This design comes from an exercise in tuning for small area on the open sky130 flow, not from production work.
Function was checked by simulation only, so behaviour that the tests miss may differ from the original.

==> inputs of amber <==
Design cop1_fpu, start of the top module:
module cop1_fpu (
    input  wire        clk,
    input  wire        rst,
    input  wire        in_valid,
    output wire        in_ready,
    input  wire [4:0]  in_func,
    input  wire [1:0]  in_rm,
    input  wire [31:0] in_a,
    input  wire [31:0] in_b,
    output wire        out_valid,
    output wire [31:0] out_result,
    output wire [4:0]  out_flags
);
==> flow/config.mk <==
export PLATFORM = sky130hd
export DESIGN_NAME = cop1_fpu
export DESIGN_NICKNAME = cop1_fpu
export VERILOG_FILES = /design/flow/design.v
export SDC_FILE = /design/flow/constraint.sdc
export NUM_CORES = 4
export LEC_CHECK = 0
export CAP_MARGIN = 20
export CORE_MARGIN = 2
export CORE_UTILIZATION = 60
export CTS_BUF_LIST = sky130_fd_sc_hd__clkbuf_8
export SLEW_MARGIN = 20
==> flow/constraint.sdc <==
create_clock -name core_clock -period 22.0 [get_ports {clk}]
set_input_delay 4.4000 -clock core_clock [delete_from_list [all_inputs] [get_ports {clk}]]
set_output_delay 4.4000 -clock core_clock [all_outputs]
set_load 0.01 [all_outputs]
standard.sh (not shown) runs the stock make flow with config.mk's settings and CLKGATE_MAP_FILE= SYNTH_SCRIPT=/design/flow/synth_recipe.tcl, a recipe that flattens the netlist after the stock synthesis.
==> flow/flow/run.sh <==
#!/bin/bash
# The standard layout, with the port buffers made of the smallest buffer cell
# (every input and output port still gets its own buffer).
set -euo pipefail
export BUFFER_PORTS_ARGS="-buffer_cell sky130_fd_sc_hd__buf_1"
bash standard.sh > standard_flow.log 2>&1
==> delta (differences from amber) <==
--- a/flow/design.v
+++ b/flow/design.v
@@ -454,14 +454,22 @@
             S_PACK: begin
                 pk = 1'b1; nst = S_OUT;
             end
             default: nst = S_IDLE;
         endcase
     end
-    wire [34:0] N = (shm == 2'd1) ? {sum[33:0], sin} :
-                    (shm == 2'd2) ? {1'b0, sum[34:2], sum[1] | sum[0]} : sum;
+    wire x_l = xwe & (shm == 2'd1);
+    wire x_r = xwe & (shm == 2'd2);
+    wire x_n = xwe & (shm == 2'd0);
+    wire [34:0] w_next = ({35{accept}} & {ldbus, 3'b0})
+                       | ({35{pk}}     & {packbus, G})
+                       | ({35{qld}}    & {8'b0, Z, ~(tiny | w_zero)})
+                       | ({35{x_l}}    & {sum[33:0], sin})
+                       | ({35{x_r}}    & {1'b0, sum[34:2], sum[1] | sum[0]})
+                       | ({35{x_n}}    & sum);
+    wire w_en = accept | pk | qld | xwe;
     wire [31:0] packbus = {sgn,
                            e_ovf ? {7'h7f, to_inf} : (E[7:0] & {8{X[23]}}),
                            e_ovf ? {23{~to_inf}} : X[22:0]};
     wire [9:0] e_k = ek150 ? 10'h36a : ek127 ? 10'd127 : {{9{edec}}, einc | edec};
     wire [9:0] e_step;
     wire       e_stc;
@@ -474,32 +482,25 @@
             st <= S_IDLE;
         end else if (st == S_IDLE || st == S_OUT) begin
             st <= accept ? st_init : S_IDLE;
         end else begin
             st <= nst;
         end
+        if (w_en) {X, G} <= w_next;
         if (accept) begin
             op_u   <= f[0];
             rm     <= in_rm;
-            X      <= ldbus;
-            G      <= 3'b0;
             Y      <= y_init;
             Z      <= z_init;
             E      <= e_init;
             cnt    <= cnt_init;
             sgn    <= s_init;
             effsub <= eff_in;
             tiny   <= 1'b0;
             flg    <= hit ? ifl : 5'b0;
         end else begin
-            if (pk)
-                X <= packbus;
-            else if (qld)
-                {X, G} <= {8'b0, Z, ~(tiny | w_zero)};
-            else if (xwe)
-                {X, G} <= N;
             if (yshl)      Y <= {Y[25:3], 1'b0};
             if (zshl)      Z <= {Z[24:0], ~sum[34] & (st != S_MUL)};
             if (ehalf)     E <= {E[9], E[9:1]};
             else           E <= e_step;
             if (c25)       cnt <= 5'd25;
             else if (c26)  cnt <= 5'd26;
Settings changed: CORE_UTILIZATION 60 to 70.
==> indigo (differences from amber) <==
--- a/flow/design.v
+++ b/flow/design.v
@@ -454,14 +454,22 @@
             S_PACK: begin
                 pk = 1'b1; nst = S_OUT;
             end
             default: nst = S_IDLE;
         endcase
     end
-    wire [34:0] N = (shm == 2'd1) ? {sum[33:0], sin} :
-                    (shm == 2'd2) ? {1'b0, sum[34:2], sum[1] | sum[0]} : sum;
+    wire x_l = xwe & (shm == 2'd1);
+    wire x_r = xwe & (shm == 2'd2);
+    wire x_n = xwe & (shm == 2'd0);
+    wire [34:0] w_next = ({35{accept}} & {ldbus, 3'b0})
+                       | ({35{pk}}     & {packbus, G})
+                       | ({35{qld}}    & {8'b0, Z, ~(tiny | w_zero)})
+                       | ({35{x_l}}    & {sum[33:0], sin})
+                       | ({35{x_r}}    & {1'b0, sum[34:2], sum[1] | sum[0]})
+                       | ({35{x_n}}    & sum);
+    wire w_en = accept | pk | qld | xwe;
     wire [31:0] packbus = {sgn,
                            e_ovf ? {7'h7f, to_inf} : (E[7:0] & {8{X[23]}}),
                            e_ovf ? {23{~to_inf}} : X[22:0]};
     wire [9:0] e_k = ek150 ? 10'h36a : ek127 ? 10'd127 : {{9{edec}}, einc | edec};
     wire [9:0] e_step;
     wire       e_stc;
@@ -474,32 +482,25 @@
             st <= S_IDLE;
         end else if (st == S_IDLE || st == S_OUT) begin
             st <= accept ? st_init : S_IDLE;
         end else begin
             st <= nst;
         end
+        if (w_en) {X, G} <= w_next;
         if (accept) begin
             op_u   <= f[0];
             rm     <= in_rm;
-            X      <= ldbus;
-            G      <= 3'b0;
             Y      <= y_init;
             Z      <= z_init;
             E      <= e_init;
             cnt    <= cnt_init;
             sgn    <= s_init;
             effsub <= eff_in;
             tiny   <= 1'b0;
             flg    <= hit ? ifl : 5'b0;
         end else begin
-            if (pk)
-                X <= packbus;
-            else if (qld)
-                {X, G} <= {8'b0, Z, ~(tiny | w_zero)};
-            else if (xwe)
-                {X, G} <= N;
             if (yshl)      Y <= {Y[25:3], 1'b0};
             if (zshl)      Z <= {Z[24:0], ~sum[34] & (st != S_MUL)};
             if (ehalf)     E <= {E[9], E[9:1]};
             else           E <= e_step;
             if (c25)       cnt <= 5'd25;
             else if (c26)  cnt <= 5'd26;
==> willow (differences from amber) <==
--- a/flow/design.v
+++ b/flow/design.v
@@ -101,19 +101,17 @@
     wire f_div  = (f == 5'h03);
     wire f_sqrt = (f == 5'h04);
     wire f_i2f  = (f[4:1] == 4'b1000);
     wire f_f2i  = (f[4:1] == 4'b1001);
     wire mag_lt;
     fpu_rlt #(.N(31)) u_lt (.a(in_a[30:0]), .b(in_b[30:0]), .lt(mag_lt));
-    wire mag_gt;
-    fpu_rlt #(.N(31)) u_gt (.a(in_b[30:0]), .b(in_a[30:0]), .lt(mag_gt));
-    wire mag_eq = ~mag_lt & ~mag_gt;
+    wire mag_eq = (in_a[30:0] == in_b[30:0]);
     wire both_zero = zero_a & zero_b;
     wire lt_total = (sa & ~sbi) |
                     (~sa & ~sbi & mag_lt) |
-                    (sa & sbi & mag_gt);
+                    (sa & sbi & ~mag_lt & ~mag_eq);
     wire eq  = ((sa == sbi) & mag_eq) | both_zero;
     wire lt  = lt_total & ~both_zero;
     wire pick_b = nan_a | (~nan_b & (lt_total ^ f[0]));    
     wire sub_a  = ~ha & fa_nz;
     wire norm_a = ha & ~(&ea);
     wire [9:0] cls = {nan_a & fa[22], snan_a,
Settings changed: CORE_UTILIZATION 60 to 55, CTS_BUF_LIST sky130_fd_sc_hd__clkbuf_8 to unset.
==> flow_summary.ini <==
[die]
start_util_pct = 61.5

[min_path]
whs_endpoint = G[0]

[yosys]
synth_fp_nets = 1546

[timing]
fmaxAchievable_mhz = 60.8

[status]
status = finished clean

[placement]
hpwl_mm = 34.2

[critical_path]
cp.required_ns = 22.21
(the above is from amber)
==> flow_summary.ini <==
[status]
status = finished clean

[critical_path]
cp.required_ns = 22.21

[timing]
fmaxAchievable_mhz = 57.7

[min_path]
whs_endpoint = E[7]
(the above is from indigo)
==> flow_summary.ini <==
[critical_path]
cp.required_ns = 22.22

[die]
start_util_pct = 72.2

[status]
status = finished clean

[min_path]
whs_endpoint = Y[12]

[yosys]
synth_fp_nets = 1489

[timing]
fmaxAchievable_mhz = 57.8

[global_routing]
grt_usage_pct = 52.2
(the above is from delta)
==> flow_summary.ini <==
[yosys]
synth_fp_nets = 1673

[die]
start_util_pct = 55.7

[status]
status = finished clean

[timing]
fmaxAchievable_mhz = 60.4

[min_path]
whs_endpoint = E[7]

[placement]
hpwl_mm = 36.2
(the above is from willow)

[re-timing with driven ports]
How much do the figures lean on ideal ports? The routed layouts below were timed once more, with nothing changed but the port constraints. Step 1 (the two cells are an assumption about what drives the block):
set clk [get_ports {clk}]
set_driving_cell -lib_cell sky130_fd_sc_hd__clkbuf_16 $clk
set_driving_cell -lib_cell sky130_fd_sc_hd__buf_2 [delete_from_list [all_inputs] $clk]
Step 2, shift: input delay + t, output delay - t, t = (earliest + latest rising clock arrival at the registers) / 2. This alone moves slack from input paths to output paths. a / b / c = ideal ports / drivers / drivers and shift; a / b = the first two.
run | t (ns) | slack for setup (ns) | hold WS [ns]
amber | 0.512 | 5.565 / 5.565 / 5.565 | 0.537 / 0.537 / 0.537
delta | 0.522 | 4.688 / 4.688 / 4.688 | 0.575 / 0.575 / 0.575
indigo | 0.512 | 4.666 / 4.666 / 4.666 | 0.560 / 0.560 / 0.560
willow | 0.473 | 5.433 / 5.433 / 5.433 | 0.547 / 0.547 / 0.547
After both steps setup and hold are still met in every run listed.
